This design comes from an exercise in tuning for small area, a short achievable clock period and few clock cycles per item on the open sky130 flow, not from production work.
The RTL was checked by simulation tests, not by an equivalence proof against the original design.

==> wip/ember: inputs <==
Design cp2_tally, start of the top module:
module cp2_tally (
    input  wire         clk,
    input  wire         rst,
    input  wire         in_valid,
    output reg          in_ready,
    input  wire         in_meter,
    input  wire [255:0] in_rec,
    input  wire [63:0]  in_len,
    input  wire [1:0]   in_colour,
    input  wire [59:0]  in_now,
    output reg          out_valid,
    input  wire         out_ready,
    output reg  [255:0] out_rec,
    output reg  [1:0]   out_colour,
    output reg          out_bad
);
Settings: LEC_CHECK=0, CAP_MARGIN=20, CORE_MARGIN=2, CORE_UTILIZATION=40, SLEW_MARGIN=20; clock period 22.0 ns.
run.sh (not shown) runs the stock make flow with config.mk's settings and CLKGATE_MAP_FILE= SYNTH_SCRIPT=/design/flow/synth_recipe.tcl, a recipe that flattens the netlist after the stock synthesis.
==> wip/willow: changes against wip/ember <==
--- a/flow/design.v
+++ b/flow/design.v
@@ -2082,28 +2082,23 @@
     wire        zp    = late | satp;
     wire        a_c   = a_c0 & ~zc;
     wire        a_p   = a_p0 & ~zp;
     wire [35:0] qcm   = zc ? {1'b0, ~late, 34'd0} : qc;
     wire [35:0] qpm   = zp ? {1'b0, ~late, 34'd0} : qp;
     wire [1:0]  icm   = zc ? 2'd0 : ic;
     wire [1:0]  ipm   = zp ? 2'd0 : ip;
-    wire [63:0] pk_sum = {1'b0, rec[62:0]} + 64'd1;
-    wire [64:0] by_sum = {1'b0, rec[127:64]} + {1'b0, len};
+    wire [127:0] crec  = hv ? rec[127:0] : in_rec[127:0];
+    wire [63:0]  clen  = hv ? len : in_len;
+    wire [63:0] pk_sum = {1'b0, crec[62:0]} + 64'd1;
+    wire [64:0] by_sum = {1'b0, crec[127:64]} + {1'b0, clen};
     wire        pk_sat = pk_sum[63];
     wire        by_sat = by_sum[64];
     wire [62:0] pk_new = pk_sat ? {63{1'b1}} : pk_sum[62:0];
     wire [63:0] by_new = by_sat ? {64{1'b1}} : by_sum[63:0];
-    wire        sat_new = rec[63] | pk_sat | by_sat;
-    wire [63:0] ipk_sum = {1'b0, in_rec[62:0]} + 64'd1;
-    wire [64:0] iby_sum = {1'b0, in_rec[127:64]} + {1'b0, in_len};
-    wire        ipk_sat = ipk_sum[63];
-    wire        iby_sat = iby_sum[64];
-    wire [62:0] ipk_new = ipk_sat ? {63{1'b1}} : ipk_sum[62:0];
-    wire [63:0] iby_new = iby_sat ? {64{1'b1}} : iby_sum[63:0];
-    wire        isat_new = in_rec[63] | ipk_sat | iby_sat;
+    wire        sat_new = crec[63] | pk_sat | by_sat;
     wire        cin_green  = (colour == 2'd0);
     wire        cin_yellow = (colour == 2'd1);
     wire        cin_red    = colour[1];
     wire        len_hi     = |len[63:32];
     wire [31:0] len_lo     = len[31:0];
     wire [35:0] wq    = tr ? qpm : qcm;
     wire [1:0]  wi    = tr ? ipm : icm;
@@ -2454,15 +2449,15 @@
                 out_rec    <= {1'b0, aware, mode, now, tp_new, tc_new,
                                pbs, cbs, pir, cir};
                 out_colour <= col_new;
                 out_bad    <= 1'b0;
             end
         end else if (direct) begin
             if (!in_meter) begin
-                out_rec    <= {128'd0, iby_new, isat_new, ipk_new};
+                out_rec    <= {128'd0, by_new, sat_new, pk_new};
                 out_colour <= 2'd0;
                 out_bad    <= 1'b0;
             end else begin
                 out_rec    <= in_rec;
                 out_colour <= 2'd0;
                 out_bad    <= 1'b1;
             end
==> flow/flow/run.sh (new file) <==
#!/bin/bash
# The standard layout, with timing repair aiming at a setup slack of 14 ns
# instead of 0 (the clock period and constraints are unchanged).
set -euo pipefail
bash standard.sh SETUP_SLACK_MARGIN=14 finish > layout.log 2>&1
==> flow/standard.sh (new file) <==
#!/bin/bash
# synth_recipe.tcl (not shown) runs the flow's synth.tcl, then flattens the netlist and writes it again
# the make line also repeats each setting of config.mk as NAME=value (left out here)
make -C /OpenROAD-flow-scripts/flow DESIGN_CONFIG=/design/flow/config.mk WORK_HOME=/design/flow/orfs CLKGATE_MAP_FILE= SYNTH_SCRIPT=/design/flow/synth_recipe.tcl "${@:-finish}"
- CORE_UTILIZATION: 40 -> 55
removed: flow/run.sh
==> wip/indigo: changes against wip/ember <==
==> flow/flow/run.sh (new file) <==
#!/bin/bash
# The standard layout, with timing repair aiming at a setup slack of 14 ns
# instead of 0 (the clock period and constraints are unchanged).
set -euo pipefail
bash standard.sh SETUP_SLACK_MARGIN=14 finish > layout.log 2>&1
==> flow/standard.sh (new file) <==
#!/bin/bash
# synth_recipe.tcl (not shown) runs the flow's synth.tcl, then flattens the netlist and writes it again
# the make line also repeats each setting of config.mk as NAME=value (left out here)
make -C /OpenROAD-flow-scripts/flow DESIGN_CONFIG=/design/flow/config.mk WORK_HOME=/design/flow/orfs CLKGATE_MAP_FILE= SYNTH_SCRIPT=/design/flow/synth_recipe.tcl "${@:-finish}"
removed: flow/run.sh
==> results.txt <==
- **post-synthesis area per instance** 9.01 um2
- **run status** complete, no violations
- **data required time of the worst path** 22690 ps
- **Die X-Extent** 531 um
- **arrival time at the worst endpoint** 11220 ps
The numbers above come from wip/ember.

==> results.txt <==
- **run status** complete, no violations
- **Post-Synthesis Cells** 11847
- **worst clock skew** 69.5 ps
- **arrival time at the worst endpoint** 9150 ps
- **worst reg2reg endpoint** fc[24]
- **Die X-Extent** 450 um
- **post-synthesis area per instance** 9.23 um2
- **Crit Reg-Reg Startpoint** x[47]
- **core footprint** 197000 um2
The numbers above come from wip/willow.

==> results.txt <==
- **run status** complete, no violations
- **data required time of the worst path** 22550 ps
- **Die X-Extent** 531 um
- **post-synthesis area per instance** 9.01 um2
- **arrival time at the worst endpoint** 8810 ps
- **Yosys warning count** 3
The numbers above come from wip/indigo.

Testbench counts of wip/ember, summed over its fixed seeds: cycles 10,409, items 3,200.
Testbench counts of wip/willow, summed over its fixed seeds: cycles 10,409, items 3,200.
Testbench counts of wip/indigo, summed over its fixed seeds: cycles 10,409, items 3,200.

[port drivers added, routing unchanged]
The results above use ideal ports. As a check the final layouts listed here were re-extracted and re-timed, cells and wires unchanged.
Step 1 sets driving cells, clkbuf_16 on the clock port and buf_2 on the other inputs (assumed; they add their load-dependent delay and slew).
Step 2, shift: input delay + t, output delay - t, t = (earliest + latest rising clock arrival at the registers) / 2. This alone moves slack from input paths to output paths.
a / b / c = ideal / step 1 / step 2; a / b = the first two.
run	t, ns	slack for setup (ns)	worst slew at a driven data input, ns
wip/ember	0.940	11.464 / 11.552 / 10.612	0.24
wip/willow	0.915	13.538 / 13.584 / 12.669	0.24
wip/indigo	0.932	13.734 / 13.734 / 13.113	0.18
After both steps every run listed still meets setup and hold. The setup slack of wip/willow, which loses most, moves by +0.046 ns with the drivers and by -0.869 ns with both steps.
